What follows belongs to an exercise in optimizing a design on an open flow for small area, a short achievable clock period and few clock cycles per item; a production flow would make more cautious choices.
In this exercise RTL edits were held to simulation tests only and were not proved equivalent to the original.

==> inputs of trial 44 <==
Design gst_ecc, start of the top module:
module gst_ecc (
    input  wire        clk,
    input  wire        rst,
    input  wire        req_valid,
    output wire        req_ready,
    input  wire [1:0]  req_op,        
    input  wire [33:0] req_addr,      
    input  wire [31:0] req_origin,
    input  wire [79:0] req_cw,        
    input  wire [63:0] req_wdata,     
    input  wire [7:0]  req_wmask,     
    output reg         rsp_valid,
    input  wire        rsp_ready,
    output wire [63:0] rsp_data,
    output wire        rsp_wr,
    output wire [79:0] rsp_cw,
    output wire [1:0]  rsp_weight,    
    output wire        rsp_poison,
    input  wire        stat_clr,      
    input  wire [1:0]  log_clr,       
    output wire [63:0] eccstat,
    output wire [63:0] ecclog,
    output wire [31:0] eccorg
);
    wire [6:0] s1, s3;
    wire par;
    wire sx_0 = req_cw[24] ^ req_cw[75];
    wire sx_1 = req_cw[25] ^ req_cw[76];
    wire sx_2 = req_cw[55] ^ req_cw[72];
    wire sx_3 = req_cw[58] ^ sx_0;
    wire sx_4 = req_cw[17] ^ req_cw[33];
    wire sx_5 = req_cw[30] ^ req_cw[37];
    wire sx_6 = req_cw[23] ^ req_cw[50];
    wire sx_7 = req_cw[27] ^ req_cw[56];
    wire sx_8 = req_cw[19] ^ req_cw[67];
    wire sx_9 = req_cw[38] ^ req_cw[51];
    wire sx_10 = req_cw[59] ^ req_cw[73];
    wire sx_11 = req_cw[60] ^ req_cw[74];
    wire sx_12 = req_cw[8] ^ req_cw[39];
    wire sx_13 = req_cw[9] ^ req_cw[40];
    wire sx_14 = req_cw[16] ^ req_cw[52];
    wire sx_15 = req_cw[28] ^ req_cw[57];
    wire sx_16 = req_cw[26] ^ req_cw[61];
    wire sx_17 = req_cw[20] ^ req_cw[68];
    wire sx_18 = req_cw[21] ^ req_cw[69];
    wire sx_19 = req_cw[7] ^ sx_6;
    wire sx_20 = req_cw[15] ^ sx_9;
    wire sx_21 = req_cw[49] ^ sx_5;
    wire sx_22 = req_cw[78] ^ sx_3;
    wire sx_23 = sx_1 ^ sx_10;
    wire sx_24 = req_cw[29] ^ req_cw[32];
  ...
Settings: LEC_CHECK=0, CAP_MARGIN=20, CORE_MARGIN=2, CORE_UTILIZATION=40, SLEW_MARGIN=20; clock period 25.0 ns.
standard.sh (not shown) runs the stock make flow with config.mk's settings and CLKGATE_MAP_FILE= SYNTH_SCRIPT=/design/flow/synth_recipe.tcl, a recipe that flattens the netlist after the stock synthesis.
==> flow/flow/run.sh <==
#!/bin/bash
# The standard layout, with the ports buffered by the smallest buffer
# (sky130_fd_sc_hd__buf_1) instead of the default delay buffer.
set -euo pipefail
bash standard.sh "BUFFER_PORTS_ARGS=-buffer_cell sky130_fd_sc_hd__buf_1" finish > standard_flow.log 2>&1
==> build 53 (differences from trial 44) <==
==> flow/flow/run.sh (replaced) <==
#!/bin/bash
# The standard layout, with the ports buffered by the smallest buffer
# (sky130_fd_sc_hd__buf_1) instead of the default delay buffer, and timing
# repair aiming 14 ns below the clock period.
set -euo pipefail
bash standard.sh "BUFFER_PORTS_ARGS=-buffer_cell sky130_fd_sc_hd__buf_1" SETUP_SLACK_MARGIN=14 finish > standard_flow.log 2>&1
==> qor summary <==
| metric | trial 44 | build 53 |
|---|---|---|
| Final Non-Filler Cells | 3767 | 3801 |
| Count of instances resized after the clock tree is built | 0 | 61 |
| Outcome | complete, no violations | complete, no violations |
| Wire length after detailed routing | 84.56 mm | 85.92 mm |
| Design area | 0.02653 sq mm | 0.02748 sq mm |
| Number of setup buffers added after CTS | 0 | 10 |
| Clock-cell share of area | 0.04334 | 0.04061 |
| Number of antenna violations at the first check in global routing | 4 | 6 |
| Area of combinational cells with multiple inputs | 0.01437 sq mm | 0.01503 sq mm |
| Clock buffer instance count of the final layout | 48 | 43 |
| Final critical-path setup slack | 12.75 ns | 14.11 ns |
| Routed metal-1 wirelength | 35.84 mm | 35.48 mm |
| Number of filler instances in the final layout | 5671 | 5673 |
| Number of cells traversed by the worst register-to-register path | 18 | 19 |
Testbench counts of trial 44, summed over its fixed seeds: cycles 12,008, items 12,000.
Testbench counts of build 53, summed over its fixed seeds: cycles 12,008, items 12,000.

========
==> wip/tundra: inputs <==
gst_ecc, a different RTL version from the one above (not shown whole).
Settings: LEC_CHECK=0, CAP_MARGIN=20, CORE_MARGIN=2, CORE_UTILIZATION=60, CTS_CLUSTER_DIAMETER=60, CTS_CLUSTER_SIZE=24, GPL_ROUTABILITY_DRIVEN=0, PLACE_DENSITY=0.72, SLEW_MARGIN=20; clock period 25.0 ns.
==> flow/flow/run.sh <==
#!/bin/bash
# The standard layout, with the ports buffered by the smallest buffer
# (sky130_fd_sc_hd__buf_1) instead of the default delay buffer, and timing
# repair aiming 14.25 ns below the clock period.
set -euo pipefail
bash standard.sh "BUFFER_PORTS_ARGS=-buffer_cell sky130_fd_sc_hd__buf_1" SETUP_SLACK_MARGIN=14.25 finish > standard_flow.log 2>&1
==> inputs of wip/zinc, as changes to wip/tundra <==
--- a/flow/design.v
+++ b/flow/design.v
@@ -255,19 +255,18 @@
     reg        q_s1z, q_cz, q_fue, q_par, q_pr;
     reg        q_w, q_m, q_s;
     reg [33:0] q_addr;
     reg [31:0] q_origin;
     wire load = !rsp_valid || rsp_ready;
     assign req_ready = load;
-    wire take = req_valid && load;     
     always @(posedge clk) begin
         if (rst)
             rsp_valid <= 1'b0;
         else if (load)
             rsp_valid <= req_valid;
-        if (take) begin
+        if (load) begin
             q_x      <= xm;
             q_kmask  <= kmask;
             x1       <= x1n;
             x2       <= x2n;
             q_s1z    <= s1z;
             q_cz     <= cz;
==> flow/flow/run.sh (replaced) <==
#!/bin/bash
# The standard layout, with the ports buffered by the smallest buffer
# (sky130_fd_sc_hd__buf_1) instead of the default delay buffer, and timing
# repair aiming 14.5 ns below the clock period.
set -euo pipefail
bash standard.sh "BUFFER_PORTS_ARGS=-buffer_cell sky130_fd_sc_hd__buf_1" SETUP_SLACK_MARGIN=14.5 finish > standard_flow.log 2>&1
--- a/flow/config.mk
+++ b/flow/config.mk
@@ -7,9 +7,8 @@
 export LEC_CHECK = 0
 export CAP_MARGIN = 20
 export CORE_MARGIN = 2
 export CORE_UTILIZATION = 60
 export CTS_CLUSTER_DIAMETER = 60
 export CTS_CLUSTER_SIZE = 24
-export GPL_ROUTABILITY_DRIVEN = 0
 export PLACE_DENSITY = 0.72
 export SLEW_MARGIN = 20
==> notes <==
- In wip/zinc the first-iteration DRC count is higher than in wip/tundra, by about 0.25%.
- Between wip/zinc and wip/tundra, the lower clock skew is in wip/zinc (gap 20 ps).
- Against wip/tundra, the worst setup slack of wip/zinc is higher by 150 ps.
- Between wip/zinc and wip/tundra, the lower non-clock buffer count is in wip/tundra (gap 68).
- In wip/tundra the worst hold slack is lower than in wip/zinc, by 1.9 ps.
Testbench counts of wip/tundra, summed over its fixed seeds: cycles 12,008, items 12,000.
Testbench counts of wip/zinc, summed over its fixed seeds: cycles 12,008, items 12,000.

==> afterwards: timing with drivers on the ports <==
The flow's constraints put no driver on any port. The routed layouts listed below were extracted and timed again, unchanged, in two steps.
Step 1 sets driving cells, clkbuf_16 on the clock port and buf_2 on the other inputs (assumed; they add their load-dependent delay and slew).
Step 2 adds t to the input delays and takes it off the output delays; t is the mean of the earliest and latest rising clock arrival at the registers after step 1. Input paths then give back, and output paths get back, about the clock's delay inside the block.
Three values: ideal ports, drivers, drivers and shift; two values: the first two.
run | t, ns | slack for setup (ns) | clock arrival spread, ns
trial 44 | 0.592 | 12.749 / 12.782 / 12.190 | 0.020 / 0.020
build 53 | 0.591 | 14.115 / 14.134 / 13.543 | 0.025 / 0.024
wip/tundra | 0.603 | 14.349 / 14.307 / 13.777 | 0.033 / 0.034
wip/zinc | 0.577 | 14.504 / 14.483 / 13.985 | 0.017 / 0.017
After both steps every run listed still meets setup and hold.
